From an optimization exercise on the open Yosys and OpenROAD flow, aimed at small area, a short achievable clock period and few clock cycles; shortcuts taken in it are not production practice.
In this exercise RTL edits were held to simulation tests only and were not proved equivalent to the original.

--- design/flow/run.sh ---
#!/bin/bash
# synth_recipe.tcl (not shown) runs the flow's synth.tcl, then flattens the netlist and writes it again
# the make line also repeats each setting of config.mk as NAME=value (left out here)
make -C /OpenROAD-flow-scripts/flow DESIGN_CONFIG=/design/flow/config.mk WORK_HOME=/design/flow/orfs CLKGATE_MAP_FILE= SYNTH_SCRIPT=/design/flow/synth_recipe.tcl finish
--- design/flow/config.mk ---
export PLATFORM = sky130hd
export DESIGN_NAME = vbc_block_decoder
export DESIGN_NICKNAME = vbc_block_decoder
export VERILOG_FILES = /design/flow/design.v
export SDC_FILE = /design/flow/constraint.sdc
export NUM_CORES = 4
export LEC_CHECK = 0
export ABC_AREA = 1
export CAP_MARGIN = 20
export CORE_MARGIN = 2
export CORE_UTILIZATION = 40
export CTS_CLUSTER_DIAMETER = 100
export CTS_CLUSTER_SIZE = 25
export PLACE_DENSITY = 0.65
export SETUP_SLACK_MARGIN = 4.25
export SLEW_MARGIN = 20
--- design/flow/constraint.sdc ---
create_clock -name core_clock -period 10.0 [get_ports {clk}]
set_input_delay 2.0000 -clock core_clock [delete_from_list [all_inputs] [get_ports {clk}]]
set_output_delay 2.0000 -clock core_clock [all_outputs]
set_load 0.01 [all_outputs]
--- design/flow/design.v ---
module vbc_block_decoder (
    input  wire        clk,
    input  wire        rst,           
    input  wire        in_valid,
    output wire        in_ready,
    input  wire [31:0] in_data,       
    input  wire [4:0]  in_w,          
    output reg         out_valid,
    output wire [15:0] out_sample,    
    output reg         out_last       
);
    reg [31:0] slot0, slot1;
    reg        wp;            
    reg [1:0]  cnt;           
    reg [5:0]  ptr;
    reg [4:0]  w_in;          
    assign in_ready = !cnt[1];
    wire accept = in_valid && !cnt[1];
    reg        hdr;           
    reg        raw;
    reg [1:0]  pred;
    reg [4:0]  w;
    reg [17:0] ab;            
    reg        ua;
    reg [7:0]  idx;           
    reg [3:0]  idle;          
    reg [16:0] u2;            
    reg        v2;
    reg [15:0] hist [0:15];
    assign out_sample = hist[0];
    reg  [15:0] wmask;        
    integer wi;
    always @(*)
        for (wi = 0; wi < 16; wi = wi + 1)
            wmask[wi] = w > wi;
    wire [17:0] ub = ua ? {2'b0, u2[15:0]} : 18'd0;
    wire [17:0] cg [0:5];     
    wire [17:0] cp [0:5];
    assign cg[0] = ab & ub;
    assign cp[0] = ab ^ ub;
    genvar gl, gi;
    generate
        for (gl = 0; gl < 5; gl = gl + 1) begin : pfx
            for (gi = 0; gi < 18; gi = gi + 1) begin : bit_
                if (gi >= (1 << gl)) begin : comb
                    assign cg[gl+1][gi] = cg[gl][gi] | (cp[gl][gi] & cg[gl][gi - (1 << gl)]);
                    assign cp[gl+1][gi] = cp[gl][gi] & cp[gl][gi - (1 << gl)];
                end else begin : pass
                    assign cg[gl+1][gi] = cg[gl][gi];
                    assign cp[gl+1][gi] = cp[gl][gi];
                end
            end
        end
    endgenerate
    wire [17:0] carry = {cg[5][16:0], 1'b0};      
    wire [17:0] a     = cp[0] ^ carry;
    wire [17:0] hi    = ab | ub;
    reg  [15:0] kt;
    integer j;
    always @(*) begin
        kt[0] = 1'b1;
        for (j = 1; j < 16; j = j + 1)
            kt[j] = wmask[j] && (((hi >> (j + 2)) != 18'd0) || carry[j + 2]);
    end
    reg  [3:0] k;
    always @(*) begin
        k = 4'd0;
        for (j = 1; j < 16; j = j + 1)
            if (kt[j]) k = j;
    end
    wire [15:0] kmask = {1'b0, kt[15:1]};
    wire [31:0] wd0 = ptr[5] ? slot1 : slot0;
    wire [62:0] sh0 = ptr[5] ? {slot0[30:0], slot1} : {slot1[30:0], slot0};
    wire [46:0] sh1 = ptr[4] ? sh0[62:16] : sh0[46:0];
    wire [38:0] sh2 = ptr[3] ? sh1[46:8]  : sh1[38:0];
    wire [34:0] sh3 = ptr[2] ? sh2[38:4]  : sh2[34:0];
    wire [32:0] sh4 = ptr[1] ? sh3[34:2]  : sh3[32:0];
    wire [31:0] S   = ptr[0] ? sh4[32:1]  : sh4[31:0];
    reg  [4:0]  q;
    integer m;
    always @(*) begin
        q = 5'd16;
        for (m = 15; m >= 0; m = m - 1)
            if (!S[m]) q = m;
    end
    wire esc = q[4];
    wire [23:0] r1  = q[3] ? {1'b0, S[31:9]} : S[24:1];
    wire [19:0] r2  = q[2] ? r1[23:4]  : r1[19:0];
    wire [17:0] r3  = q[1] ? r2[19:2]  : r2[17:0];
    wire [15:0] rem = q[0] ? r3[16:1]  : r3[15:0];
    wire [4:0]  qk1 = k[0] ? {q[3:0], 1'b0} : {1'b0, q[3:0]};
    wire [6:0]  qk2 = k[1] ? {qk1, 2'b0}    : {2'b0, qk1};
    wire [10:0] qk3 = k[2] ? {qk2, 4'b0}    : {4'b0, qk2};
    wire [15:0] qk  = k[3] ? {qk3[7:0], 8'b0} : {5'b0, qk3};
    reg  [16:0] u;
    always @(*) begin
        if (raw)      u = {S[15:0] & wmask, 1'b0};
        else if (esc) u = {1'b0, S[31:16] & wmask};
        else          u = {1'b0, qk | (rem & kmask)};
    end
    wire [5:0]  pos_raw = {1'b0, ptr[4:0]} + {1'b0, w};
    wire [5:0]  pos_esc = pos_raw + 6'd16;
    wire [5:0]  xq      = {1'b0, ptr[4:0]} + {2'b0, q[3:0]};
    wire [5:0]  pos_cod = xq + {2'b0, k} + 6'd1;
    wire [5:0]  end_pos = raw ? pos_raw : esc ? pos_esc : pos_cod;
    reg  [47:0] W;
    integer n;
    always @(*)
        for (n = 0; n < 48; n = n + 1)
            W[n] = (n >= 32) ? 1'b1 : (n >= 17) ? kt[(32 - n) & 15] : 1'b0;
    wire [47:0] Wp      = {1'b1, W[47:1]};
    wire        strad_c = W[xq];
    wire        end5_c  = Wp[xq];
    wire        strad   = raw ? pos_raw > 6'd32 : esc ? pos_esc > 6'd32 : strad_c;
    wire        end5    = raw ? pos_raw[5]      : esc ? pos_esc[5]      : end5_c;
    wire        go      = !hdr && cnt != 2'd0 && (cnt[1] || !strad) && (idx == 8'd0 || idle == 4'd0);
    wire        last    = (idx == 8'd255);
    wire        hgo     = hdr && cnt != 2'd0;
    wire [1:0]  npop    = hgo ? 2'd1 : !go ? 2'd0 : last ? {strad, !strad} : {1'b0, end5};
    wire [1:0]  cnt_a   = cnt + {1'b0, accept};
    wire [1:0]  cnt_a1  = cnt_a - 2'd1;
    wire [1:0]  cnt_n   = npop[1] ? 2'd0 : npop[0] ? cnt_a1 : cnt_a;
    wire        upd     = go && !raw;
    wire [17:0] a_dec   = a - {2'b0, a[17:2]};
    wire [17:0] ab_n    = upd ? a_dec : a;
    always @(posedge clk) begin
        if (rst) begin
            cnt <= 2'd0;
            wp  <= 1'b0;
            ptr <= 6'd0;
            hdr <= 1'b1;
            idx <= 8'd0;
            v2  <= 1'b0;
            out_valid <= 1'b0;
        end else begin
            cnt <= cnt_n;
            wp  <= wp ^ accept;
            if (hgo || (go && last))
                ptr <= {ptr[5] ^ npop[0], 5'd0};
            else if (go)
                ptr <= {ptr[5] ^ end5, end_pos[4:0]};
            if (hdr) begin
                if (cnt != 2'd0) begin
                    hdr  <= 1'b0;
                    w    <= w_in;
                    pred <= wd0[1:0];
                    raw  <= wd0[6];
                end
            end else if (go) begin
                idx <= idx + 8'd1;
                if (last) hdr <= 1'b1;
            end
            v2 <= go;
            out_valid <= v2;
        end
        if (accept) w_in <= in_w;
        if (accept && !wp) slot0 <= in_data;
        if (accept &&  wp) slot1 <= in_data;
        if (hdr) begin
            ab <= 18'd4 << wd0[5:2];
            ua <= 1'b0;
        end else begin
            ab <= ab_n;
            ua <= upd;
        end
        idle     <= go ? 4'd0 : idle + 4'd1;
        u2       <= u;
        out_last <= (idx == 8'd0);
    end
    wire        first = (idx == 8'd1);
    wire        x0    = (idx[3:0] == 4'd1);
    wire        y0    = (idx[7:4] == 4'd0 && idx[3:0] != 4'd0) || (idx == 8'd16);
    wire        coded = !first && !raw;
    wire        use0  = coded && (pred == 2'd1 ? !x0 : pred == 2'd2 &&  y0);
    wire        use15 = coded && (pred == 2'd1 ?  x0 : pred == 2'd2 && !y0);
    wire [15:0] p     = (hist[0] & {16{use0}}) | (hist[15] & {16{use15}});
    wire [15:0] r = u2[16:1] ^ {16{u2[0]}};
    wire [15:0] s = (p + r) & wmask;
    integer h;
    always @(posedge clk) begin
        hist[0] <= v2 ? s : hist[15];
        for (h = 1; h < 16; h = h + 1) hist[h] <= hist[h-1];
    end
endmodule
==> notes.md, run 1 <==
- Antenna violations before repair: 1
- TritonCTS clock tree: done
- Clock root buffer: clkbuf_16
- Synthesized area: ~19000 sq um
- Min Tclk post-route: between 5000 and 6000 ps
- Unrepaired setup endpoints after global routing: yes
- WL final: 52700 um
- Most frequent cells in the layout: nand2_1, dfxtp_1, nand3_1
- Fin cells: between 3000 and 4000
- Mean routed wirelength per cell: between 15 and 20 um
- CTS sink count: between 300 and 400
- Outcome: finished clean
- Fmax: between 150 and 200 MHz
- Crit path largest cell delay: slightly below 500 ps
- FP Rows: approximately 80
- Crit Reg-Reg Endpoint: ab[9]
- Slowest stage cell on the critical path: fa_2
- Post-Syn Instances: around 2400
- Die area: 48200 sq um
- Cell family with the largest share of critical-path delay: simple AND/OR/NAND/NOR gates
- I/O Pins: 59
- R2R depth: between 40 and 50
- CP Capture Type: register
- Average size of a mapped cell: 7.84 sq um
- Mapped Nets: about 2500
- Critical Path RT: about 10000 ps
- Fraction of registers with async set or reset after synthesis: 0
- Fin crit share: 0.546
- Startpoint Class: register
- Hold_sp: hist[2][7]
- Die Wd: 219 um
- GRT overflow: 0
- Final TNS setup: 0 ps
- Die Height: 219 um
- Worst-Margin Slew: roughly 900 ps
- Commonest non-fill, non-tap cell in the layout: nand2_1
- DRT Pass-1 Iters: 8
- Synth Register Bits: 394
- Final hold vios: 0
- Num CTS Buffers: 20
- Fill count: 4465
- Dpl cells: around 3000
- Final RePlAce weighted congestion: ~0.97
- Max Root-Sink Buffers: 3
- CP bufs+invs: 8
- Global-route wire length before repair: approximately 80000 um
- Starting Density: 0.407
- Initial detailed-routing violation count: 1327
- Layout cells sized above 1: 0.0704
- Worst-path clk slew: ~110 ps
- Max-slew violations: 0
- Vias per cell: 5.33
- Worst Hold Path Cells: 0
- Final nets: approximately 2600
- Worst setup path class: register to register
- Main synth FF type: dfxtp_1
- Vias in the first global route: about 15000
- Clock skew: roughly 35 ps
- Worst-Skew Late Latency: between 500 and 600 ps
- Synth unique cells: 56
- Number of synthesized flops with an enable pin: between 70 and 80
- Hold endpoint: hist[3][7]
- Slew headroom: 0.397
- Largest net degree at the start of global routing: a little over 60
- DR DRC count: 0
- Vias: ~16000
- Crit path top cell by count: nand2_1
- FF-to-FF setup slack: 4540 ps
- Yosys warning total: 2
- Worst reg2reg startpoint: ptr[5]
- Count of buffers from port buffering: slightly below 60
- Tot GR Track Use: 0.210
- Setup-failing EPs final: 0
- Critical Path Source: ptr[5]
- Post-synthesis sequential area ratio: 0.466
- Core area: around 46000 sq um
- HPWL Detailed: roughly 39000 um
- Area Overhead vs Synth: 13.1%
- Critical Path AT: slightly below 6000 ps
- Worst hold path type: register to register
- Max cap viols: 0
- H-tree Lvls: 1
- Max FO, Critical Path: 19
- Detail Route Antenna Nets: 0
cell usage after synthesis (16+ instances only):
cell type / number / area share
inv_1: 227 / 0.046
ha_1: 84 / 0.057
edfxtp_1: 77 / 0.12
o21ai_1: 26 / 0.0070
xor2_1: 41 / 0.019
clkbuf_1: 34 / 0.0069
nand3_1: 295 / 0.080
nor2_1: 133 / 0.027
o211ai_1: 31 / 0.013
a31oi_1: 22 / 0.0074
o21ai_0: 98 / 0.026
o22ai_1: 27 / 0.0091
buf_2: 31 / 0.0084
xnor2_1: 16 / 0.0075
nand2_1: 678 / 0.14
a21oi_1: 82 / 0.022
dfxtp_1: 317 / 0.34
flip-flops by register name (all words and copies together) (netlist names), 6 cells and up:
signal,cells
ab,18
hist,256
idx,8
ptr,6
slot0,32
slot1,32
u2,17
stage by stage:
| stage | instance area [sq um] | worst slack [ps] | util | hold slack (ps) |
|---|---|---|---|---|
| 3_3_place_gp | 19600 | 2980 | 0.430 | 310 |
| 6_report | 21000 | 4540 | 0.461 | 317 |
| 3_5_place_dp | 19600 | 2830 | 0.430 | 312 |
| 2_1_floorplan | 18600 | 5080 | - | 310 |
| 5_1_grt | 21000 | 4140 | 0.461 | 329 |
| 4_1_cts | 20300 | 4270 | 0.445 | 322 |
how the worst max path moves through the flow:
stage	endpoint	slack (ps)	depth (start not counted)
3_3_place_gp	ptr[5]	2980	45
5_1_grt	ab[17]	4140	49
2_1_floorplan	ab[11]	5080	45
3_5_place_dp	ptr[5]	2830	45
4_1_cts	ptr[5]	4270	47
6_report	ab[9]	4540	45
kinds of logic (layout without fill, tap and decap cells):
kind of cell,count (synthesis),after routing,share of synthesized area
AND/OR/NAND/NOR,1160,1164,0.263
buffers and inverters,326,384,0.0719
AO/OA/AOI/OAI,339,339,0.109
other,0,1,0
multiplexers,1,1,0.000539
flip-flops,394,394,0.466
adder cells (fa/ha/maj),90,90,0.0631
XOR/XNOR,57,57,0.0269
layer usage:
metal / GRT usage / part of all wire / vias to the layer above
met5: 0 / 0 / -
met4: 0.0779 / 0.042 / 0
met3: 0.0248 / 0.058 / 112
met2: 0.342 / 0.45 / 611
met1: 0.287 / 0.45 / 7521
li1: - / - / 7921
cell type report:
type / count / area [sq um] / share of cell area
timing repair inverter: 4 / 41.3 / 0.00197
clock inverter: 3 / 52.6 / 0.00250
clock buffer: 24 / 515 / 0.0246
timing repair buffer: 114 / 1130 / 0.0538
antenna: 1 / 2.50 / 0.000119
multi-input combinational: 1651 / 8880 / 0.423
tap: 600 / 751 / 0.0358
inverter: 239 / 961 / 0.0458
sequential: 394 / 8670 / 0.413
repair_timing:
action	CTS	global route
pin swaps	1	15
resized for setup	20	82
hold buffers	0	0
setup buffers	6	31
endpoints found under the setup margin	41	42
gates cloned	1	9
Testbench counts, summed over its fixed seeds: cycles 98,969.
==> inputs of run 2 (changes only) <==
--- a/design/flow/config.mk
+++ b/design/flow/config.mk
@@ -9,5 +9,5 @@
 export CAP_MARGIN = 20
 export CORE_MARGIN = 2
-export CORE_UTILIZATION = 40
+export CORE_UTILIZATION = 48
 export CTS_CLUSTER_DIAMETER = 100
 export CTS_CLUSTER_SIZE = 25
==> run 2 against run 1 <==
Still clean. Clock-buffer cell count stayed put. Utilization rose by 8.5 points. Flip-flop and latch count did not move. Synthesized area unchanged. Worst setup slack better by 26 ps. First-iteration DRC count is 4.3% lower. Largest cell class unchanged. Highest routed layer unchanged.
==> notes.md, run 2 <==
- Yosys warning total: 2 (unchanged)
- Detail Route Antenna Nets: 0 (unchanged)
- Mean routed wirelength per cell: 17.6 um (+1.3%)
- Critical Path RT: 10490 ps (+60 ps)
- Crit path depth: 36 (-20%)
- Fmax: 184 MHz (+0.48%)
- WL final: 51900 um (-1.5%)
- Largest net degree at the start of global routing: 62 (unchanged)
- CP bufs+invs: 7 (-1)
- DR DRC count: 0 (unchanged)
- Synth top area share: 0.342 (unchanged)
- CP Capture Type: register
- Fin crit share: 0.543 (-0.00259)
- Synth unique cells: 56 (unchanged)
- Antenna Cells: 0 (-1)
- Worst-Margin Slew: 1040 ps (+136 ps)
- Worst Setup EP: cnt[0]
- Worst-Skew Late Latency: 570 ps (about the same)
- HPWL Detailed: 38100 um (-1.3%)
- Vias per cell: 5.39 (+1.0%)
- Slew headroom: 0.299 (-0.0975)
- Clock root buffer: clkbuf_16
- I/O Pins: 59 (unchanged)
- TritonCTS clock tree: done
- Commonest cells post-synth: nand2_1, dfxtp_1, nand3_1
- Critical Path AT: 5920 ps (+30 ps)
- Worst-path clk slew: 100 ps (about the same)
- Crit path largest cell delay: 710 ps (+220 ps)
- Min Tclk post-route: 5430 ps (-25.9 ps)
- Fill count: 3686 (-17%)
- Worst hold path type: register to register
- Max cap viols: 0 (unchanged)
- Slowest stage cell on the critical path: fa_2
- Final RePlAce weighted congestion: 0.998 (+3.3%)
- Starting Density: 0.484 (+0.0764)
- Synth area leaders: dfxtp_1, nand2_1, edfxtp_1
- Worst setup path class: register to register
- Max FO, Critical Path: 17 (-2)
- Max Root-Sink Buffers: 3 (unchanged)
- GRT overflow: 0 (unchanged)
- Die area: 40300 sq um (-16%)
- Critical Path Source: ptr[5]
- Vias: 15900 (-1.8%)
- Layout cells sized above 1: 0.0775 (+0.00706)
- Max FFs per register: 256 (unchanged)
- Worst Hold Path Cells: 0 (unchanged)
- Final nets: 2551 (-0.12%)
- Worst reg2reg startpoint: ptr[5]
- Number of synthesized flops with an enable pin: 77 (unchanged)
- Most frequent cells in the layout: nand2_1, dfxtp_1, nand3_1
- Count of buffers from port buffering: 58 (unchanged)
- Max-slew violations: 0 (unchanged)
- Main synth FF type: dfxtp_1
- Crit path top cell by count: nand2_1
- Fraction of registers with async set or reset after synthesis: 0 (unchanged)
- FF-to-FF setup slack: 4570 ps (+30 ps)
- Final TNS setup: 0 ps (unchanged)
- Largest regs: hist: 256 flops, slot0: 32 flops, slot1: 32 flops
- Area Overhead vs Synth: 12.9%
- Most flops, register: hist
- R2R depth: 36 (-20%)
- Post-synthesis sequential area ratio: 0.466 (unchanged)
- Commonest non-fill, non-tap cell in the layout: nand2_1
- Fin area: 21000 sq um (-0.18%)
- Post-Syn Instances: 2367 (unchanged)
- Outcome: finished clean
- Most instantiated library cell after synthesis: nand2_1
- Cell family with the largest share of critical-path delay: simple AND/OR/NAND/NOR gates
- Final hold vios: 0 (unchanged)
- Num CTS Buffers: 20 (unchanged)
- Synthesized area: 18600 sq um (unchanged)
- Core area: 38400 sq um (-16%)
- Antenna violations before repair: 0 (-1)
- Global-route wire length before repair: 79400 um (-0.79%)
- CTS sink count: 394 (unchanged)
- Unrepaired setup endpoints after global routing: yes
- Area leader, netlist: dfxtp_1
- Tot GR Track Use: 0.245 (+0.0353)
- DRT Pass-1 Iters: 7 (-1)
- Setup-failing EPs final: 0 (unchanged)
- Average size of a mapped cell: 7.84 sq um (unchanged)
- Hold buffers post-CTS: 0 (unchanged)
- Crit Reg-Reg Endpoint: cnt[0]
- Synth Register Bits: 394 (unchanged)
- Startpoint Class: register
- Mapped Nets: 2497 (unchanged)
- DP Area: 19500 sq um (-0.49%)
- Vias in the first global route: 14600 (-1.6%)
- FP Rows: 72 (-7.7%)
- Clock skew: 36.5 ps (+1.92 ps)
- H-tree Lvls: 1 (unchanged)
- Initial detailed-routing violation count: 1270 (-4.3%)
- Die Wd: 201 um (-8.6%)
- Die Height: 201 um (-8.6%)
==> run 2: cell counts after synthesis <==
Identical to the previous run, type by type.
==> run 2: routing by layer <==
metal / GRT usage / up-vias / part of all wire
met2: 0.399 / 480 / 0.45
met5: 0 / - / 0
met1: 0.341 / 7397 / 0.45
met3: 0.0282 / 90 / 0.057
li1: - / 7908 / -
met4: 0.0844 / 0 / 0.039
==> run 2: repair_timing <==
action                                  CTS  global route
cloned                                    1             7
endpoints found under the hold margin     0             0
resized for setup                        20           102
pin swaps                                 1            25
endpoints found under the setup margin   42            42
buffers inserted                          2            33
==> run 2: kinds of logic (layout without fill, tap and decap cells) <==
family,count (synthesis),after routing,share of synthesized area
fa+ha+maj,90,90,0.0631
xor+xnor,57,57,0.0269
buf+inv,326,384,0.0719
flops,394,394,0.466
simple gates,1160,1162,0.263
mux,1,1,0.000539
compound gates,339,339,0.109
==> run 2: worst min-delay path by stage <==
stage	from	endpoint	slack [ps]
6_report	hist[4][1]	hist[5][1]	300
5_1_grt	hist[4][1]	hist[5][1]	320
4_1_cts	hist[4][1]	hist[5][1]	330
3_5_place_dp	hist[13][13]	hist[14][13]	310
3_3_place_gp	hist[11][13]	hist[12][13]	310
2_1_floorplan	hist[9][0]	hist[10][0]	310
==> run 2: layout make-up <==
type                            count  area [sq um]  area share
Multi-Input combinational cell   1649          8960       0.427
Sequential cell                   394          8660       0.413
Timing Repair Buffer              115          1120      0.0534
Inverter                          239           957      0.0457
Tap cell                          518           648      0.0309
Clock buffer                       24           537      0.0256
Clock inverter                      4          52.6     0.00251
Timing Repair inverter              2          22.5     0.00107
==> run 2: stage by stage <==
stage	cells	setup WS, ps	hold slack [ps]	util
4_1_cts	2905	4250	328	0.526
3_3_place_gp	2874	3320	310	0.508
5_1_grt	2945	4160	319	0.546
2_1_floorplan	2367	5080	310	-
3_5_place_dp	2874	3160	312	0.508
6_report	2945	4570	304	0.546
==> inputs of run 3 (changes only) <==
--- a/design/flow/config.mk
+++ b/design/flow/config.mk
@@ -9,8 +9,7 @@
 export CAP_MARGIN = 20
 export CORE_MARGIN = 2
-export CORE_UTILIZATION = 48
+export CORE_UTILIZATION = 35
 export CTS_CLUSTER_DIAMETER = 100
 export CTS_CLUSTER_SIZE = 25
-export PLACE_DENSITY = 0.65
 export SETUP_SLACK_MARGIN = 4.25
 export SLEW_MARGIN = 20
==> run 3 against run 2 <==
Still clean on timing, DRC and antenna. Via count up 1.5%. Wire length increased by 5.6%. Critical path depth is 8 higher. Die area is 36% higher.
==> notes.md, run 3 <==
- Fill count: 5400 (+47%)
- Hold buffers post-CTS: 0 (unchanged)
- Mean routed wirelength per cell: 17.6 um (-0.27%)
- Synthesized area: 18600 sq um (unchanged)
- Worst hold path type: register to register
- TritonCTS clock tree: done
- Core area: 52600 sq um (+37%)
- Final nets: 2555 (+0.16%)
- Largest net degree at the start of global routing: 62 (unchanged)
- Commonest non-fill, non-tap cell in the layout: nand2_1
- Main synth FF type: dfxtp_1
- Vias: 16100 (+1.5%)
- Initial detailed-routing violation count: 1487 (+17%)
- Most frequent cells in the layout: nand2_1, dfxtp_1, nand3_1
- Clock skew: 35.4 ps (-1.16 ps)
- Num CTS Buffers: 20 (unchanged)
- Post-Syn Instances: 2367 (unchanged)
- Unrepaired setup endpoints after global routing: yes
- Post-synthesis sequential area ratio: 0.466 (unchanged)
- Crit path largest cell delay: 540 ps (-170 ps)
- Mapped Nets: 2497 (unchanged)
- Final TNS setup: 0 ps (unchanged)
- Clock root buffer: clkbuf_16
- Average size of a mapped cell: 7.84 sq um (unchanged)
- Synth Register Bits: 394 (unchanged)
- CTS sink count: 394 (unchanged)
- Synth top area share: 0.342 (unchanged)
- Max FO, Critical Path: 18 (+1)
- Fmax: 180 MHz (-2.1%)
- Multi-input gate area: 8990 sq um (+0.39%)
- Detail Route Antenna Nets: 0 (unchanged)
- Antenna violations before repair: 1 (+1)
- Worst-Margin Slew: 916 ps (-125 ps)
- Worst setup path class: register to register
- FP Rows: 84 (+17%)
- Vias per cell: 5.17 (-4.1%)
- H-tree Lvls: 1 (unchanged)
- Slew headroom: 0.389 (+0.0898)
- Fin crit share: 0.555 (+0.0116)
- Worst-path clk slew: 100 ps (about the same)
- Setup-failing EPs final: 0 (unchanged)
- Synth area leaders: dfxtp_1, nand2_1, edfxtp_1
- Antenna Cells: 0 (unchanged)
- Most flops, register: hist
- Critical Path RT: 10490 ps (about the same)
- Worst-Skew Late Latency: 580 ps (about the same)
- Fraction of registers with async set or reset after synthesis: 0 (unchanged)
- WL final: 54800 um (+5.6%)
- Area Overhead vs Synth: 14.5%
- Synth unique cells: 56 (unchanged)
- Layout cells sized above 1: 0.0815 (+0.00402)
- Most instantiated library cell after synthesis: nand2_1
- Number of synthesized flops with an enable pin: 77 (unchanged)
- Max FFs per register: 256 (unchanged)
- Starting Density: 0.353 (-0.131)
- Crit path top cell by count: nand2_1
- CP Capture Type: register
- Slowest stage cell on the critical path: fa_2
- Outcome: finished clean
- Global-route wire length before repair: 83300 um (+4.8%)
- Die Wd: 234 um (+17%)
- Die Height: 234 um (+17%)
- Vias in the first global route: 15000 (+3.2%)
- Count of buffers from port buffering: 58 (unchanged)
- HPWL Detailed: 40100 um (+5.3%)
- Max-slew violations: 0 (unchanged)
- GRT overflow: 0 (unchanged)
- Final RePlAce weighted congestion: 0.943 (-5.6%)
- I/O Pins: 59 (unchanged)
- FF/Latch Area: 8660 sq um (about the same)
- Tot GR Track Use: 0.192 (-0.0536)
- DR DRC count: 0 (unchanged)
- Critical Path AT: 6040 ps (+120 ps)
- Final hold vios: 0 (unchanged)
- Area leader, netlist: dfxtp_1
- Startpoint Class: register
- Core Util, Final: 0.405 (-0.141)
- Max Root-Sink Buffers: 3 (unchanged)
- Commonest cells post-synth: nand2_1, dfxtp_1, nand3_1
- Die area: 54900 sq um (+36%)
- Yosys warning total: 2 (unchanged)
- Max cap viols: 0 (unchanged)
- Min Tclk post-route: 5550 ps (+116 ps)
- DRT Pass-1 Iters: 6 (-1)
- Largest regs: hist: 256 flops, slot0: 32 flops, slot1: 32 flops
-- run 3: cell counts after synthesis --
Identical to the previous run, type by type.
-- run 3: worst max-delay path: cells and delay by family (launching register included) --
family	cells	cell delay [ps]
compound gates	6	820
buf+inv	9	1210
fa+ha+maj	2	720
simple gates	27	2240
flops	1	410
-- run 3: per-layer routing --
layer | part of all wire | up-vias | global-route usage
li1 | - | 7903 | -
met1 | 0.45 | 7537 | 0.259
met4 | 0.036 | 2 | 0.0645
met3 | 0.055 | 118 | 0.0260
met5 | 0.00022 | - | 0
met2 | 0.46 | 554 | 0.315
-- run 3: final cells by class --
| cell class | count | area share |
|---|---|---|
| clock buffers | 23 | 0.0241 |
| clock inverters | 4 | 0.00241 |
| flip-flops and latches | 394 | 0.407 |
| repair buffers | 116 | 0.0550 |
| inverters | 239 | 0.0452 |
| multi-input cells | 1650 | 0.423 |
| well taps | 688 | 0.0405 |
| repair inverters | 4 | 0.00271 |
-- run 3: cells by family (layout without fill, tap and decap cells) --
| logic type | Yosys count | in the layout | synth area share |
|---|---|---|---|
| AO/OA/AOI/OAI | 339 | 339 | 0.109 |
| XOR/XNOR | 57 | 57 | 0.0269 |
| adder cells (fa/ha/maj) | 90 | 90 | 0.0631 |
| buffers and inverters | 326 | 386 | 0.0719 |
| flip-flops | 394 | 394 | 0.466 |
| multiplexers | 1 | 1 | 0.000539 |
| AND/OR/NAND/NOR | 1160 | 1163 | 0.263 |
-- run 3: worst paths after layout --
path	depth (start not counted)	end	slack [ps]	startpoint
worst max-delay path	44	ab[1]	4450	ptr[5]
worst min-delay path	0	hist[7][3]	320	hist[6][3]
worst max register to register	44	ab[1]	4450	ptr[5]
worst min register to register	0	hist[7][3]	320	hist[6][3]
-- run 3: stage by stage --
step / area, sq um / cells / hold slack [ps] / setup WS [ps]
after floorplan: 18600 / 2367 / 310 / 5080
after global placement: 19700 / 3044 / 310 / 2870
after detailed placement: 19700 / 3044 / 312 / 2760
after CTS: 20400 / 3078 / 325 / 4260
after global routing: 21300 / 3118 / 330 / 4100
final: 21300 / 3118 / 317 / 4450
-- run 3: timing repair --
action                     CTS  global route
buffers inserted             6            32
setup endpoints to repair   42            42
pin swaps                    1            10
resized for setup           23           112
cloned                       1             8
==> inputs of run 4 (changes only) <==
--- a/design/flow/config.mk
+++ b/design/flow/config.mk
@@ -9,7 +9,7 @@
 export CAP_MARGIN = 20
 export CORE_MARGIN = 2
-export CORE_UTILIZATION = 35
+export CORE_UTILIZATION = 40
 export CTS_CLUSTER_DIAMETER = 100
-export CTS_CLUSTER_SIZE = 25
+export CTS_CLUSTER_SIZE = 30
 export SETUP_SLACK_MARGIN = 4.25
 export SLEW_MARGIN = 20
==> run 4 against run 3 <==
Die area down 12%. Worst hold slack gained 14 ps. Still clean on timing, DRC and antenna. Clock-buffer cell count fell by 2. Register-to-register slack better by 60 ps. Clock skew down 1.5 ps. Synthesized cell count stayed put.
==> notes.md, run 4 <==
- Fin crit share: 0.549 (-0.00601)
- Critical Path Source: w[4]
- I/O Pins: 59 (unchanged)
- Layout cells sized above 1: 0.0593 (-0.0221)
- Die Height: 219 um (-6.3%)
- Outcome: finished clean
- FP Rows: 78 (-7.1%)
- R2R depth: 23 (-48%)
- Detail Route Antenna Nets: 0 (unchanged)
- Critical Path AT: 6000 ps (-40 ps)
- Synth unique cells: 56 (unchanged)
- Final hold vios: 0 (unchanged)
- WL final: 54200 um (-1.1%)
- Slowest stage cell on the critical path: edfxtp_1
- Max Root-Sink Buffers: 3 (unchanged)
- Mean routed wirelength per cell: 18.0 um (+2.5%)
- Final TNS setup: 0 ps (unchanged)
- Clock skew: 33.8 ps (-1.51 ps)
- Area Overhead vs Synth: 11.8%
- Max cap viols: 0 (unchanged)
- Synth area leaders: dfxtp_1, nand2_1, edfxtp_1
- TritonCTS clock tree: done
- Vias: 15900 (-1.5%)
- Num CTS Buffers: 19 (-5.0%)
- Die area: 48200 sq um (-12%)
- Startpoint Class: register
- Worst-path clk slew: 120 ps (+20 ps)
- Commonest cells post-synth: nand2_1, dfxtp_1, nand3_1
- Most instantiated library cell after synthesis: nand2_1
- Crit-path cells: nor2_1 -> buf_4 -> inv_1 -> nor2_1 -> inv_1 -> nor2_2 -> inv_1 -> o21ai_0 -> inv_1 -> o21ai_0 -> a21oi_1 -> or2_2 -> a21oi_2 -> inv_1 -> fa_1 -> nand2_1 -> nand2_1 -> a21oi_1 -> xor2_1 -> o221ai_1 -> nand2_1 -> o21ai_1 -> nor2_2
- Vias in the first global route: 14800 (-1.5%)
- Most frequent cells in the layout: nand2_1, dfxtp_1, nand3_1
- Antenna Cells: 0 (unchanged)
- GRT overflow: 0 (unchanged)
- Number of synthesized flops with an enable pin: 77 (unchanged)
- CTS sink count: 394 (unchanged)
- Worst hold path type: register to register
- Worst-Margin Slew: 994 ps (+78.7 ps)
- Layer with the highest usage: met2
- Initial detailed-routing violation count: 1353 (-9.0%)
- Fmax: 182 MHz (+1.1%)
- Commonest non-fill, non-tap cell in the layout: nand2_1
- Critical Path RT: 10520 ps (+30 ps)
- Synthesized area: 18600 sq um (unchanged)
- Starting Density: 0.407 (+0.0541)
- Crit path largest cell delay: 620 ps (+80 ps)
- Max FO, Critical Path: 8 (-10)
- Global-route wire length before repair: 81500 um (-2.1%)
- Worst setup path class: register to register
- GRT met3 Usage: 0.0377 (+0.0117)
- DP Worst Slack: 2830 ps (+70.9 ps)
- Crit path top cell by count: inv_1
- Post-synthesis sequential area ratio: 0.466 (unchanged)
- Largest regs: hist: 256 flops, slot0: 32 flops, slot1: 32 flops
- Die Wd: 219 um (-6.3%)
- Final nets: 2533 (-0.86%)
- PnR worst setup slack: 4510 ps (+60.1 ps)
- Unrepaired setup endpoints after global routing: yes
- GR Util met1: 0.284 (+0.0253)
- Min Tclk post-route: 5490 ps (-60.1 ps)
- DRT Pass-1 Iters: 6 (unchanged)
- Core area: 45600 sq um (-13%)
- Worst reg2reg startpoint: w[4]
- Mapped Nets: 2497 (unchanged)
- FF-to-FF setup slack: 4510 ps (+60 ps)
- HPWL Detailed: 39500 um (-1.5%)
- Largest net degree at the start of global routing: 62 (unchanged)
- Synth Register Bits: 394 (unchanged)
- Most flops, register: hist
- Worst hold margin: 331 ps (+14.4 ps)
- Worst Hold Path Cells: 0 (unchanged)
- CP Capture Type: register
- Main synth FF type: dfxtp_1
- Post-Syn Instances: 2367 (unchanged)
- Worst-Skew Late Latency: 570 ps (about the same)
- Max FFs per register: 256 (unchanged)
- GR Util met2: 0.352 (+0.0364)
- Yosys warning total: 2 (unchanged)
- Fraction of registers with async set or reset after synthesis: 0 (unchanged)
- Area leader, netlist: dfxtp_1
- Antenna violations before repair: 2 (+1)
- Count of buffers from port buffering: 58 (unchanged)
- H-tree Lvls: 1 (unchanged)
- Clock root buffer: clkbuf_16
- Setup-failing EPs final: 0 (unchanged)
- Synth top area share: 0.342 (unchanged)
- Average size of a mapped cell: 7.84 sq um (unchanged)
- Slew headroom: 0.330 (-0.0588)
- Final RePlAce weighted congestion: 0.990 (+5.1%)
- Core Util, Final: 0.455 (+0.0507)
- Max-slew violations: 0 (unchanged)
- Hold_sp: hist[1][6]
- Vias per cell: 5.27 (+2.0%)
- DR DRC count: 0 (unchanged)
- Tot GR Track Use: 0.217 (+0.0249)
==> run 4: cell counts after synthesis <==
No cell type changed its count.
==> run 4: through the flow <==
stage                     instances  instance area [sq um]
final                          3010                  20800
after global routing           3010                  20800
after CTS                      2988                  20300
after detailed placement       2953                  19600
after global placement         2953                  19600
after floorplan                2367                  18600
==> run 4: per-layer routing <==
| layer | up-vias | routed length, um |
|---|---|---|
| li1 | 7865 | - |
| met1 | 7355 | 23600 |
| met2 | 508 | 24700 |
| met3 | 135 | 3340 |
| met4 | 4 | 2530 |
| met5 | - | 36 |
==> run 4: logic make-up after synthesis <==
| family | Yosys count | share of synthesized area |
|---|---|---|
| AND/OR/NAND/NOR | 1160 | 0.263 |
| adder cells (fa/ha/maj) | 90 | 0.0631 |
| XOR/XNOR | 57 | 0.0269 |
| flip-flops | 394 | 0.466 |
| buffers and inverters | 326 | 0.0719 |
| multiplexers | 1 | 0.000539 |
| AO/OA/AOI/OAI | 339 | 0.109 |
==> run 4: what timing repair did <==
action | in CTS | in global routing
setup buffers | 6 | 15
pin swaps | 2 | 6
hold buffers | 0 | 0
cloned | 1 | 7
setup endpoints to repair | 42 | 42
resized for setup | 25 | 53
==> run 4: worst paths after layout <==
path | end
max | ptr[4]
min | hist[2][6]
min reg2reg | hist[2][6]
max reg2reg | ptr[4]
==> run 4: cell type report <==
type | count | area [sq um]
Clock buffer | 21 | 483
Clock inverter | 7 | 113
Sequential cell | 394 | 8670
Timing Repair Buffer | 98 | 998
Timing Repair inverter | 3 | 25.0
Tap cell | 600 | 751
Multi-Input combinational cell | 1648 | 8760
Fill cell | 4490 | 24800
Inverter | 239 | 962
==> run 4: worst max-delay path: cells and delay by family, from the launching register on <==
family / cells / cell delay [ps]
compound gates: 7 / 1220
xor+xnor: 1 / 180
fa+ha+maj: 1 / 480
buf+inv: 6 / 1260
flops: 1 / 620
simple gates: 8 / 1620
==> inputs of run 5 (changes only) <==
--- a/design/flow/config.mk
+++ b/design/flow/config.mk
@@ -11,5 +11,6 @@
 export CORE_UTILIZATION = 40
 export CTS_CLUSTER_DIAMETER = 100
-export CTS_CLUSTER_SIZE = 30
+export CTS_CLUSTER_SIZE = 25
+export GPL_TIMING_DRIVEN = 0
 export SETUP_SLACK_MARGIN = 4.25
 export SLEW_MARGIN = 20
==> run 5 against run 4 <==
Die area unchanged. First-iteration DRC count down 23%. Critical path depth up 26. Global-route usage up 2.6 points. Final area up 4.4%. Utilization up 2.0 points. Worst hold slack worse by 9.5 ps. Synthesized area unchanged. Flip-flop and latch count unchanged. Largest cell class unchanged.
==> notes.md, run 5 <==
- Outcome: finished clean
- Post-synthesis sequential area ratio: 0.466 (unchanged)
- Antenna Cells: 0 (unchanged)
- Mapped Nets: 2497 (unchanged)
- Synth area leaders: dfxtp_1, nand2_1, edfxtp_1
- Yosys warning total: 2 (unchanged)
- DP Area: 19900 sq um (+1.8%)
- Critical Path AT: 5960 ps (-40 ps)
- Max Root-Sink Buffers: 3 (unchanged)
- Synthesized area: 18600 sq um (unchanged)
- Dpl cells: 3026 (+2.5%)
- Worst-Margin Slew: 939 ps (-55.2 ps)
- Synth unique cells: 56 (unchanged)
- Starting Density: 0.407 (unchanged)
- Fin area: 21700 sq um (+4.4%)
- Layout cells sized above 1: 0.108 (+0.0486)
- Worst-Skew Late Latency: 570 ps (about the same)
- Fmax: 182 MHz (about the same)
- Max FO, Critical Path: 9 (+1)
- WL final: 59600 um (+10%)
- Unrepaired setup endpoints after global routing: yes
- H-tree Lvls: 1 (unchanged)
- Main synth FF type: dfxtp_1
- Vias in the first global route: 15400 (+3.9%)
- Detail Route Antenna Nets: 0 (unchanged)
- Die area: 48200 sq um (unchanged)
- Count of buffers from port buffering: 57 (-1.7%)
- Final nets: 2614 (+3.2%)
- Startpoint Class: register
- Max FFs per register: 256 (unchanged)
- Commonest cells post-synth: nand2_1, dfxtp_1, nand3_1
- Setup-failing EPs final: 0 (unchanged)
- Core Util, Final: 0.475 (+0.0198)
- Area leader, netlist: dfxtp_1
- Max-slew violations: 0 (unchanged)
- Most instantiated library cell after synthesis: nand2_1
- Final hold vios: 0 (unchanged)
- Max cap viols: 0 (unchanged)
- GRT overflow: 0 (unchanged)
- Synth top area share: 0.342 (unchanged)
- Initial detailed-routing violation count: 1042 (-23%)
- Die Wd: 219 um (unchanged)
- Global-route wire length before repair: 89200 um (+9.4%)
- Final TNS setup: 0 ps (unchanged)
- Largest net degree at the start of global routing: 31 (-50%)
- Most frequent cells in the layout: nand2_1, dfxtp_1, nand3_1
- Vias per cell: 5.24 (-0.59%)
- Most flops, register: hist
- Num CTS Buffers: 21 (+2)
- Average size of a mapped cell: 7.84 sq um (unchanged)
- Synth Register Bits: 394 (unchanged)
- Worst hold path type: register to register
- Antenna violations before repair: 1 (-1)
- Mean routed wirelength per cell: 19.3 um (+7.1%)
- Fin crit share: 0.549 (about the same)
- Number of synthesized flops with an enable pin: 77 (unchanged)
- Area Overhead vs Synth: 16.7%
- CP Capture Type: register
- Crit path largest cell delay: 580 ps (-40 ps)
- Worst setup path class: register to register
- TritonCTS clock tree: done
- Worst-path clk slew: 100 ps (-20 ps)
- Final RePlAce weighted congestion: 0.978 (-1.3%)
- Core area: 45600 sq um (unchanged)
- Largest regs: hist: 256 flops, slot0: 32 flops, slot1: 32 flops
- Die Height: 219 um (unchanged)
- Vias: 16200 (+2.1%)
- Clock root buffer: clkbuf_16
- Crit path top cell by count: nand2_1
- Fin cells: 3093 (+2.8%)
- Clock skew: 22.6 ps (-11.2 ps)
- DR DRC count: 0 (unchanged)
- CTS sink count: 394 (unchanged)
- Tot GR Track Use: 0.242 (+0.0257)
- DRT Pass-1 Iters: 6 (unchanged)
- HPWL Detailed: 46800 um (+18%)
- Post-Syn Instances: 2367 (unchanged)
- FP Rows: 78 (unchanged)
- Slew headroom: 0.367 (+0.0372)
- Slowest stage cell on the critical path: fa_2
- Fill count: 4455 (-0.78%)
- Critical Path RT: 10460 ps (-60 ps)
- Fraction of registers with async set or reset after synthesis: 0 (unchanged)
- Min Tclk post-route: 5490 ps (+4.80 ps)
- Hold buffers post-CTS: 0 (unchanged)
- I/O Pins: 59 (unchanged)
- Commonest non-fill, non-tap cell in the layout: nand2_1
==> run 5: layout make-up <==
type	count	area, sq um	area share
Clock buffer	25	572	0.0264
Sequential cell	394	8660	0.400
Timing Repair Buffer	93	928	0.0429
Inverter	239	933	0.0431
Clock inverter	7	81.3	0.00375
Tap cell	600	751	0.0347
Buffer	87	606	0.0280
Multi-Input combinational cell	1648	9130	0.421
==> run 5: path summary, 6_finish.rpt <==
| check | startpoint | end | slack (ps) | cells past startpoint |
|---|---|---|---|---|
| max | ptr[5] | ab[7] | 4510 | 49 |
| min | hist[13][14] | hist[14][14] | 320 | 0 |
| max reg2reg | ptr[5] | ab[7] | 4510 | 49 |
| min reg2reg | hist[13][14] | hist[14][14] | 320 | 0 |
==> run 5: logic make-up after synthesis <==
logic type,share of synthesized area
AO/OA/AOI/OAI,0.109
multiplexers,0.000539
flip-flops,0.466
buffers and inverters,0.0719
adder cells (fa/ha/maj),0.0631
AND/OR/NAND/NOR,0.263
XOR/XNOR,0.0269
==> run 5: repair_timing <==
action                     CTS  global route
cloned                       0             6
setup buffers                3            26
setup endpoints to repair   41            42
gates resized for setup     53           159
pin swaps                    4            32
==> run 5: layer usage <==
layer  vias to the layer above  wire length, um  GRT usage
li1                       8045                -          -
met1                      7554            26100      0.305
met2                       476            27900      0.417
met3                       133             2610     0.0290
met4                         0             3050      0.108
met5                         -                0          0
==> run 5: through the flow <==
stage	worst slack (ps)	hold slack, ps
floorplan	5080	310
global placement	3250	310
detailed placement	3270	312
CTS	4250	321
global route	4160	330
finish	4510	322
==> run 5: critical path, delay by kind of cell (launching register included) <==
kind,cells,cell delay [ps]
flip-flops,1,340
AO/OA/AOI/OAI,6,820
adder cells (fa/ha/maj),2,750
AND/OR/NAND/NOR,32,2480
buffers and inverters,9,1020
==> inputs of run 6 (changes only) <==
--- a/design/flow/config.mk
+++ b/design/flow/config.mk
@@ -7,10 +7,9 @@
 export LEC_CHECK = 0
 export ABC_AREA = 1
-export CAP_MARGIN = 20
+export CAP_MARGIN = 5
 export CORE_MARGIN = 2
 export CORE_UTILIZATION = 40
 export CTS_CLUSTER_DIAMETER = 100
 export CTS_CLUSTER_SIZE = 25
-export GPL_TIMING_DRIVEN = 0
 export SETUP_SLACK_MARGIN = 4.25
-export SLEW_MARGIN = 20
+export SLEW_MARGIN = 5
==> run 6 against run 5 <==
Final area down 3.6%. Still clean on timing, DRC and antenna. Flip-flop and latch count unchanged. Wire length down 9.9%. Sequential share of layout area up 1.5 points. Die area unchanged.
==> notes.md, run 6 <==
- Outcome: finished clean
- Critical Path AT: 5940 ps (-20 ps)
- Final nets: 2539 (-2.9%)
- Fin crit share: 0.551 (+0.00136)
- Most instantiated library cell after synthesis: nand2_1
- Mapped Nets: 2497 (unchanged)
- Largest net degree at the start of global routing: 62 (+100%)
- Detail Route Antenna Nets: 0 (unchanged)
- Count of buffers from port buffering: 58 (+1.8%)
- Global-route wire length before repair: 81400 um (-8.8%)
- Max-slew violations: 0 (unchanged)
- Antenna violations before repair: 2 (+1)
- Worst-path clk slew: 100 ps (about the same)
- Starting Density: 0.407 (unchanged)
- Number of synthesized flops with an enable pin: 77 (unchanged)
- Max cap viols: 0 (unchanged)
- Cell family with the largest share of critical-path delay: simple AND/OR/NAND/NOR gates
- Worst-Skew Late Latency: 560 ps (about the same)
- Most frequent cells in the layout: nand2_1, dfxtp_1, nand3_1
- H-tree Lvls: 1 (unchanged)
- Layout cells sized above 1: 0.0650 (-0.0429)
- DR DRC count: 0 (unchanged)
- Synth top area share: 0.342 (unchanged)
- Fmax: 182 MHz (-0.25%)
- WL final: 53700 um (-9.9%)
- Core area: 45600 sq um (unchanged)
- Clock root buffer: clkbuf_16
- Crit path depth: 37 (-24%)
- Clock skew: 25.1 ps (+2.47 ps)
- Yosys warning total: 2 (unchanged)
- Vias in the first global route: 14800 (-3.6%)
- Synth area leaders: dfxtp_1, nand2_1, edfxtp_1
- R2R depth: 37 (-24%)
- Final TNS setup: 0 ps (unchanged)
- Synth Register Bits: 394 (unchanged)
- Vias per cell: 5.26 (+0.43%)
- Synthesized area: 18600 sq um (unchanged)
- Num CTS Buffers: 21 (unchanged)
- Worst Hold Path Cells: 0 (unchanged)
- I/O Pins: 59 (unchanged)
- Fraction of registers with async set or reset after synthesis: 0 (unchanged)
- HPWL Detailed: 39500 um (-16%)
- Area Overhead vs Synth: 12.4%
- Crit path top cell by count: nand2_1
- Largest regs: hist: 256 flops, slot0: 32 flops, slot1: 32 flops
- Area leader, netlist: dfxtp_1
- Commonest cells post-synth: nand2_1, dfxtp_1, nand3_1
- Final hold vios: 0 (unchanged)
- Worst-Margin Slew: 1180 ps (+244 ps)
- CP bufs+invs: 8 (-1)
- Commonest non-fill, non-tap cell in the layout: nand2_1
- Die Wd: 219 um (unchanged)
- Post-synthesis sequential area ratio: 0.466 (unchanged)
- Max Root-Sink Buffers: 3 (unchanged)
- Max FFs per register: 256 (unchanged)
- Post-Syn Instances: 2367 (unchanged)
- Die Height: 219 um (unchanged)
- GRT overflow: 0 (unchanged)
- Hold buffers post-CTS: 0 (unchanged)
- Worst hold path type: register to register
- CTS sink count: 394 (unchanged)
- Slowest stage cell on the critical path: ha_1
- Vias: 15900 (-2.1%)
- Mean routed wirelength per cell: 17.8 um (-7.6%)
- DRT Pass-1 Iters: 6 (unchanged)
- Antenna Cells: 0 (unchanged)
- Tot GR Track Use: 0.217 (-0.0259)
- Synth unique cells: 56 (unchanged)
- Average size of a mapped cell: 7.84 sq um (unchanged)
- Most flops, register: hist
- Die area: 48200 sq um (unchanged)
- Setup-failing EPs final: 0 (unchanged)
- Main synth FF type: dfxtp_1
- Startpoint Class: register
- FP Rows: 78 (unchanged)
- Worst setup path class: register to register
- Slew headroom: 0.210 (-0.157)
- Crit path largest cell delay: 410 ps (-170 ps)
- Final RePlAce weighted congestion: 0.990 (+1.3%)
- Unrepaired setup endpoints after global routing: yes
- Initial detailed-routing violation count: 1361 (+31%)
- CP Capture Type: register
- Critical Path RT: 10440 ps (-20 ps)
- Max FO, Critical Path: 18 (+9)
- TritonCTS clock tree: done
- Min Tclk post-route: 5510 ps (+13.6 ps)
[run 6: cell counts after synthesis]
Identical to the previous run, type by type.
[run 6: kinds of logic (layout without fill, tap and decap cells)]
| family | after synthesis | in the layout | share of synthesized area |
|---|---|---|---|
| flip-flops | 394 | 394 | 0.466 |
| AO/OA/AOI/OAI | 339 | 339 | 0.109 |
| adder cells (fa/ha/maj) | 90 | 90 | 0.0631 |
| multiplexers | 1 | 1 | 0.000539 |
| AND/OR/NAND/NOR | 1160 | 1163 | 0.263 |
| XOR/XNOR | 57 | 57 | 0.0269 |
| buffers and inverters | 326 | 372 | 0.0719 |
[run 6: cell type report]
type / instances / area, sq um
sequential: 394 / 8660
fill: 4498 / 24700
tap: 600 / 751
timing repair inverter: 2 / 21.3
multi-input combinational: 1650 / 8860
clock inverter: 6 / 76.3
clock buffer: 24 / 537
inverter: 239 / 957
timing repair buffer: 101 / 1010
[run 6: path summary, 6_finish.rpt]
kind | start | to | slack (ps)
min | hist[4][0] | hist[5][0] | 330
max | ptr[5] | ab[13] | 4490
max reg2reg | ptr[5] | ab[13] | 4490
min reg2reg | hist[4][0] | hist[5][0] | 330
[run 6: what timing repair did]
| item | in CTS | in global routing |
|---|---|---|
| buffers inserted | 6 | 20 |
| gates cloned | 1 | 6 |
| resized for setup | 24 | 69 |
| pin swaps | 2 | 9 |
| setup endpoints to repair | 42 | 42 |
[run 6: per-stage QoR]
stage	cells	util	area (sq um)	worst slack [ps]	hold slack, ps
floorplan	2367	-	18600	5080	310
global placement	2953	0.430	19600	2920	310
detailed placement	2953	0.430	19600	2830	312
CTS	2990	0.446	20300	4290	327
global route	3016	0.458	20900	4070	327
finish	3016	0.458	20900	4490	327
[run 6: per-layer routing]
layer	up-vias	track usage	share of wire
met5	-	0	0.00060
met4	4	0.0937	0.047
met3	134	0.0363	0.059
met2	476	0.351	0.45
met1	7369	0.285	0.44
li1	7890	-	-
==> inputs of run 7 (changes only) <==
--- a/design/flow/config.mk
+++ b/design/flow/config.mk
@@ -7,9 +7,10 @@
 export LEC_CHECK = 0
 export ABC_AREA = 1
-export CAP_MARGIN = 5
+export CAP_MARGIN = 20
 export CORE_MARGIN = 2
 export CORE_UTILIZATION = 40
+export CTS_BUF_LIST = sky130_fd_sc_hd__clkbuf_8 sky130_fd_sc_hd__clkbuf_16
 export CTS_CLUSTER_DIAMETER = 100
 export CTS_CLUSTER_SIZE = 25
 export SETUP_SLACK_MARGIN = 4.25
-export SLEW_MARGIN = 5
+export SLEW_MARGIN = 20
==> run 7 against run 6 <==
Still clean on timing, DRC and antenna. Worst setup slack improved by 120 ps. Sequential share of layout area barely moved. Clock-buffer cell count fell by 3. Utilization rose by 0.058 points. Fmax rose by 2.2%. Global-route usage did not move. First-iteration DRC count fell by 8.2%. Critical endpoint is now ab[9]. Largest cell class unchanged.
==> notes.md, run 7 <==
- DRT Pass-1 Iters: 6 (unchanged)
- Antenna violations before repair: 2 (unchanged)
- Clock root buffer: clkbuf_16
- Average size of a mapped cell: 7.84 sq um (unchanged)
- DR DRC count: 0 (unchanged)
- Die Wd: 219 um (unchanged)
- FP Rows: 78 (unchanged)
- Hold_sp: hist[4][0]
- Critical Path AT: 5820 ps (-120 ps)
- Startpoint Class: register
- Slew headroom: 0.325 (+0.115)
- Antenna Cells: 0 (unchanged)
- Slowest stage cell on the critical path: fa_2
- I/O Pins: 59 (unchanged)
- Worst hold path type: register to register
- Largest regs: hist: 256 flops, slot0: 32 flops, slot1: 32 flops
- R2R depth: 45 (+22%)
- Global-route wire length before repair: 81400 um (unchanged)
- Final nets: 2540 (+0.039%)
- Layout cells sized above 1: 0.0670 (+0.00204)
- Crit path largest cell delay: 660 ps (+250 ps)
- Post-Syn Instances: 2367 (unchanged)
- Max cap viols: 0 (unchanged)
- Commonest cells post-synth: nand2_1, dfxtp_1, nand3_1
- GRT overflow: 0 (unchanged)
- Vias: 15900 (+0.050%)
- Max FO, Critical Path: 19 (+1)
- Max Root-Sink Buffers: 3 (unchanged)
- WL final: 53400 um (-0.53%)
- Core area: 45600 sq um (unchanged)
- CTS sink count: 394 (unchanged)
- Fraction of registers with async set or reset after synthesis: 0 (unchanged)
- TritonCTS clock tree: done
- Count of buffers from port buffering: 58 (unchanged)
- Synth top area share: 0.342 (unchanged)
- Fmax: 186 MHz (+2.2%)
- Vias per cell: 5.26 (about the same)
- Number of synthesized flops with an enable pin: 77 (unchanged)
- Die area: 48200 sq um (unchanged)
- Mean routed wirelength per cell: 17.7 um (-0.56%)
- Most instantiated library cell after synthesis: nand2_1
- Area leader, netlist: dfxtp_1
- Unrepaired setup endpoints after global routing: yes
- Clock skew: 26.6 ps (+1.48 ps)
- Hold endpoint: hist[5][0]
- Crit path top cell by count: nand2_1
- Synth area leaders: dfxtp_1, nand2_1, edfxtp_1
- Largest net degree at the start of global routing: 62 (unchanged)
- Largest family of logic cells by synthesized area: simple AND/OR/NAND/NOR gates
- Worst-path clk slew: 100 ps (about the same)
- Synth Area in Simple Gates: 0.263 (unchanged)
- Min Tclk post-route: 5390 ps (-117 ps)
- CP Capture Type: register
- Commonest non-fill, non-tap cell in the layout: nand2_1
- Main synth FF type: dfxtp_1
- Num CTS Buffers: 21 (unchanged)
- Yosys warning total: 2 (unchanged)
- Crit Reg-Reg Endpoint: ab[9]
- FF-to-FF setup slack: 4610 ps (+120 ps)
- Initial detailed-routing violation count: 1249 (-8.2%)
- Mapped Nets: 2497 (unchanged)
- Synthesized area: 18600 sq um (unchanged)
- Adder-Cell Fraction of Synth Area: 0.0631 (unchanged)
- Fin crit share: 0.539 (-0.0117)
- Synth Register Bits: 394 (unchanged)
- Outcome: finished clean
- Complex-gate fraction of the synthesized area: 0.109 (unchanged)
- Core Util, Final: 0.459 (+0.000576)
- DP Area: 19600 sq um (unchanged)
- HPWL Detailed: 39500 um (unchanged)
- Hold buffers post-CTS: 0 (unchanged)
- Vias in the first global route: 14800 (unchanged)
- Synth unique cells: 56 (unchanged)
- Max-slew violations: 0 (unchanged)
- Worst-Skew Late Latency: 560 ps (about the same)
- Worst setup path class: register to register
- Final RePlAce weighted congestion: 0.990 (unchanged)
- Detail Route Antenna Nets: 0 (unchanged)
- Most frequent cells in the layout: nand2_1, dfxtp_1, nand3_1
- Tot GR Track Use: 0.217 (unchanged)
- Worst Hold Path Cells: 0 (unchanged)
- Setup-failing EPs final: 0 (unchanged)
- Final TNS setup: 0 ps (unchanged)
- Final hold vios: 0 (unchanged)
- Synth Area in XOR/XNOR: 0.0269 (unchanged)
- Most flops, register: hist
- Worst-Margin Slew: 1000 ps (-182 ps)
- Critical Path RT: 10430 ps (about the same)
- H-tree Lvls: 1 (unchanged)
- Mux cell area share after synthesis: 0.000539 (unchanged)
- Max FFs per register: 256 (unchanged)
- Area Overhead vs Synth: 12.6%
- Worst reg2reg startpoint: ptr[5]
- Fin area: 20900 sq um (+0.13%)
- Die Height: 219 um (unchanged)
- Starting Density: 0.407 (unchanged)
- Post-synthesis sequential area ratio: 0.466 (unchanged)
[run 7: area by class of cell]
cell class / instances / area, sq um
Multi-Input combinational cell: 1648 / 8850
Fill cell: 4496 / 24700
Inverter: 239 / 962
Timing Repair Buffer: 104 / 1030
Clock buffer: 21 / 526
Sequential cell: 394 / 8670
Tap cell: 600 / 751
Clock inverter: 9 / 87.6
Timing Repair inverter: 2 / 25.0
[run 7: per-layer routing]
metal,global-route usage,vias up,routed length (um)
met5,0,-,32
met4,0.0937,4,2460
met3,0.0363,127,3150
met2,0.351,514,24400
met1,0.285,7339,23300
li1,-,7897,-
[run 7: cell families after synthesis]
kind of cell,after synthesis
multiplexers,1
adder cells (fa/ha/maj),90
flip-flops,394
AND/OR/NAND/NOR,1160
buffers and inverters,326
XOR/XNOR,57
AO/OA/AOI/OAI,339
[run 7: what timing repair did]
action                     CTS  global route
gates cloned                 1             5
setup endpoints to repair   42            42
gates resized for setup     24            79
buffers inserted             6            22
pin swaps                    2             6
[run 7: worst max-delay path by stage]
stage / start / endpoint
after global placement: ptr[5] / ptr[5]
after floorplan: ptr[3] / ab[11]
after CTS: ptr[5] / cnt[0]
after detailed placement: ptr[5] / ptr[5]
final: ptr[5] / ab[9]
after global routing: ptr[5] / cnt[0]
[run 7: through the flow]
step,hold WS (ps),worst slack [ps],cells
3_3_place_gp,310,2920,2953
6_report,327,4610,3017
3_5_place_dp,312,2830,2953
5_1_grt,327,4190,3017
2_1_floorplan,310,5080,2367
4_1_cts,327,4290,2990
[run 7: worst max-delay path, delay by kind of cell (launching register included)]
| kind | cells | cell delay [ps] |
|---|---|---|
| AND/OR/NAND/NOR | 32 | 2660 |
| flip-flops | 1 | 370 |
| buffers and inverters | 5 | 580 |
| AO/OA/AOI/OAI | 6 | 780 |
| adder cells (fa/ha/maj) | 2 | 800 |
==> inputs of run 8 (changes only) <==
--- a/design/flow/config.mk
+++ b/design/flow/config.mk
@@ -10,7 +10,7 @@
 export CORE_MARGIN = 2
 export CORE_UTILIZATION = 40
-export CTS_BUF_LIST = sky130_fd_sc_hd__clkbuf_8 sky130_fd_sc_hd__clkbuf_16
-export CTS_CLUSTER_DIAMETER = 100
-export CTS_CLUSTER_SIZE = 25
+export CTS_BUF_LIST = sky130_fd_sc_hd__clkbuf_8
+export CTS_CLUSTER_DIAMETER = 60
+export CTS_CLUSTER_SIZE = 15
 export SETUP_SLACK_MARGIN = 4.25
 export SLEW_MARGIN = 20
==> run 8 against run 7 <==
Worst setup slack worse by 96 ps. Synthesized area stayed put. Sequential share of layout area is 0.23 points lower. Non-clock buffer count is 3 higher. Final area is 0.57% higher. Worst hold slack worse by 10 ps.
==> notes.md, run 8 <==
- Most flops, register: hist
- Worst-Margin Slew: 955 ps (-47.3 ps)
- Outcome: finished clean
- Main synth FF type: dfxtp_1
- Count of buffers from port buffering: 58 (unchanged)
- CTS sink count: 394 (unchanged)
- Final hold vios: 0 (unchanged)
- Synthesized area: 18600 sq um (unchanged)
- Global-route wire length before repair: 81900 um (+0.64%)
- Layout cells sized above 1: 0.0796 (+0.0126)
- Synth unique cells: 56 (unchanged)
- Max FO, Critical Path: 17 (-2)
- Core area: 45600 sq um (unchanged)
- Synth area leaders: dfxtp_1, nand2_1, edfxtp_1
- WL final: 53800 um (+0.67%)
- Cell family with the largest share of critical-path delay: simple AND/OR/NAND/NOR gates
- Setup-failing EPs final: 0 (unchanged)
- Crit path largest cell delay: 780 ps (+120 ps)
- Slew headroom: 0.357 (+0.0318)
- Synth Register Bits: 394 (unchanged)
- Max Root-Sink Buffers: 3 (unchanged)
- Largest regs: hist: 256 flops, slot0: 32 flops, slot1: 32 flops
- Final nets: 2561 (+0.83%)
- Post-Syn Instances: 2367 (unchanged)
- Crit Reg-Reg Endpoint: ab[12]
- Critical Path RT: 10490 ps (+60 ps)
- FF-to-FF setup slack: 4520 ps (-100 ps)
- Antenna violations before repair: 2 (unchanged)
- Worst setup path class: register to register
- Max-slew violations: 0 (unchanged)
- Die Height: 219 um (unchanged)
- Area Overhead vs Synth: 13.2%
- DR DRC count: 0 (unchanged)
- CP Capture Type: register
- FP Rows: 78 (unchanged)
- Most instantiated library cell after synthesis: nand2_1
- Commonest cells post-synth: nand2_1, dfxtp_1, nand3_1
- Number of synthesized flops with an enable pin: 77 (unchanged)
- Most frequent cells in the layout: nand2_1, dfxtp_1, nand3_1
- Vias in the first global route: 15000 (+1.1%)
- Max cap viols: 0 (unchanged)
- Mean routed wirelength per cell: 17.6 um (-0.39%)
- Hold endpoint: hist[4][8]
- R2R depth: 35 (-22%)
- Fin crit share: 0.548 (+0.00958)
- Final RePlAce weighted congestion: 0.990 (unchanged)
- Fmax: 182 MHz (-1.7%)
- Worst reg2reg startpoint: ptr[5]
- Average size of a mapped cell: 7.84 sq um (unchanged)
- Synth top area share: 0.342 (unchanged)
- Mapped Nets: 2497 (unchanged)
- Initial detailed-routing violation count: 1202 (-3.8%)
- Worst Hold Path Cells: 0 (unchanged)
- Worst hold path type: register to register
- Hold buffers post-CTS: 0 (unchanged)
- Crit path top cell by count: nand2_1
- PnR worst setup slack: 4520 ps (-95.8 ps)
- H-tree Lvls: 2 (+1)
- Die area: 48200 sq um (unchanged)
- Final TNS setup: 0 ps (unchanged)
- Detail Route Antenna Nets: 0 (unchanged)
- Fill count: 4500 (+0.089%)
- TritonCTS clock tree: done
- Tot GR Track Use: 0.219 (+0.00264)
- Yosys warning total: 2 (unchanged)
- Clock skew: 22.6 ps (-4.00 ps)
- CP bufs+invs: 5 (unchanged)
- Num CTS Buffers: 37 (+76%)
- Worst-Skew Late Latency: 610 ps (+50 ps)
[run 8: worst max-delay path by stage]
stage | from | end | slack [ps] | cells after the start
global route | ptr[5] | cnt[1] | 4140 | 48
global placement | ptr[5] | ptr[5] | 2920 | 43
CTS | ptr[5] | cnt[1] | 4300 | 32
floorplan | ptr[3] | ab[11] | 5080 | 45
detailed placement | ptr[5] | ptr[5] | 2830 | 45
finish | ptr[5] | ab[12] | 4520 | 35
[run 8: final cells by class]
type / count / area [sq um] / share of cell area
multi-input combinational: 1650 / 8890 / 0.423
sequential: 394 / 8670 / 0.412
timing repair buffer: 107 / 1050 / 0.0499
inverter: 239 / 960 / 0.0457
tap: 600 / 751 / 0.0357
clock buffer: 37 / 509 / 0.0242
clock inverter: 20 / 180 / 0.00857
timing repair inverter: 2 / 16.3 / 0.000774
[run 8: routing by layer]
layer	vias to the layer above	GRT usage	wire [um]
li1	7935	-	-
met1	7394	0.286	23900
met2	480	0.348	24300
met3	137	0.0396	3010
met4	4	0.111	2610
met5	-	0	32
[run 8: repair_timing]
action                     CTS  global route
resized for setup           24            75
buffers inserted             6            26
setup endpoints to repair   42            42
pin swaps                    2            11
cloned                       1             6
[run 8: cell families after synthesis]
logic type               after synthesis  share of synthesized area
AO/OA/AOI/OAI                        339                      0.109
multiplexers                           1                   0.000539
AND/OR/NAND/NOR                     1160                      0.263
flip-flops                           394                      0.466
adder cells (fa/ha/maj)               90                     0.0631
buffers and inverters                326                     0.0719
XOR/XNOR                              57                     0.0269
[run 8: worst reg2reg max path, delay by kind of cell, from the launching register on]
kind                       cells  cell delay, ps
AOI/OAI and AO/OA              8            1170
adders and majority gates      1             780
buffers and inverters          5             810
DFF                            1             360
and+or+nand+nor               21            2270
[run 8: per-stage QoR]
| step | area, sq um | instances |
|---|---|---|
| after floorplan | 18600 | 2367 |
| after global placement | 19600 | 2953 |
| after detailed placement | 19600 | 2953 |
| after CTS | 20400 | 3017 |
| after global routing | 21000 | 3049 |
| final | 21000 | 3049 |

==> what the ideal ports hide <==
How much do the figures lean on ideal ports? The routed layouts below were timed once more, with nothing changed but the port constraints.
Step 1 assumes that a clkbuf_16 drives the clock port and a buf_2 every other input.
Step 2, shift: input delay + t, output delay - t, t = (earliest + latest rising clock arrival at the registers) / 2. This alone moves slack from input paths to output paths.
a / b / c = no drivers / after step 1 / after step 2; a / b = the first two.
run	shift t [ns]	slack for setup (ns)	worst hold slack (ns)	worst data-port slew with drivers (ns)
run 1	0.606	4.543 / 4.543 / 4.543	0.317 / 0.317 / 0.317	0.04
run 2	0.604	4.569 / 4.569 / 4.569	0.304 / 0.304 / 0.304	0.04
run 3	0.619	4.453 / 4.453 / 4.453	0.317 / 0.317 / 0.317	0.04
run 4	0.609	4.513 / 4.513 / 4.513	0.331 / 0.331 / 0.331	0.04
run 5	0.618	4.509 / 4.509 / 4.509	0.322 / 0.322 / 0.322	0.04
run 6	0.605	4.495 / 4.495 / 4.495	0.327 / 0.327 / 0.327	0.04
run 7	0.605	4.612 / 4.612 / 4.612	0.327 / 0.327 / 0.327	0.04
run 8	0.656	4.516 / 4.516 / 4.516	0.316 / 0.316 / 0.316	0.04
After both steps setup and hold are still met in every run listed.
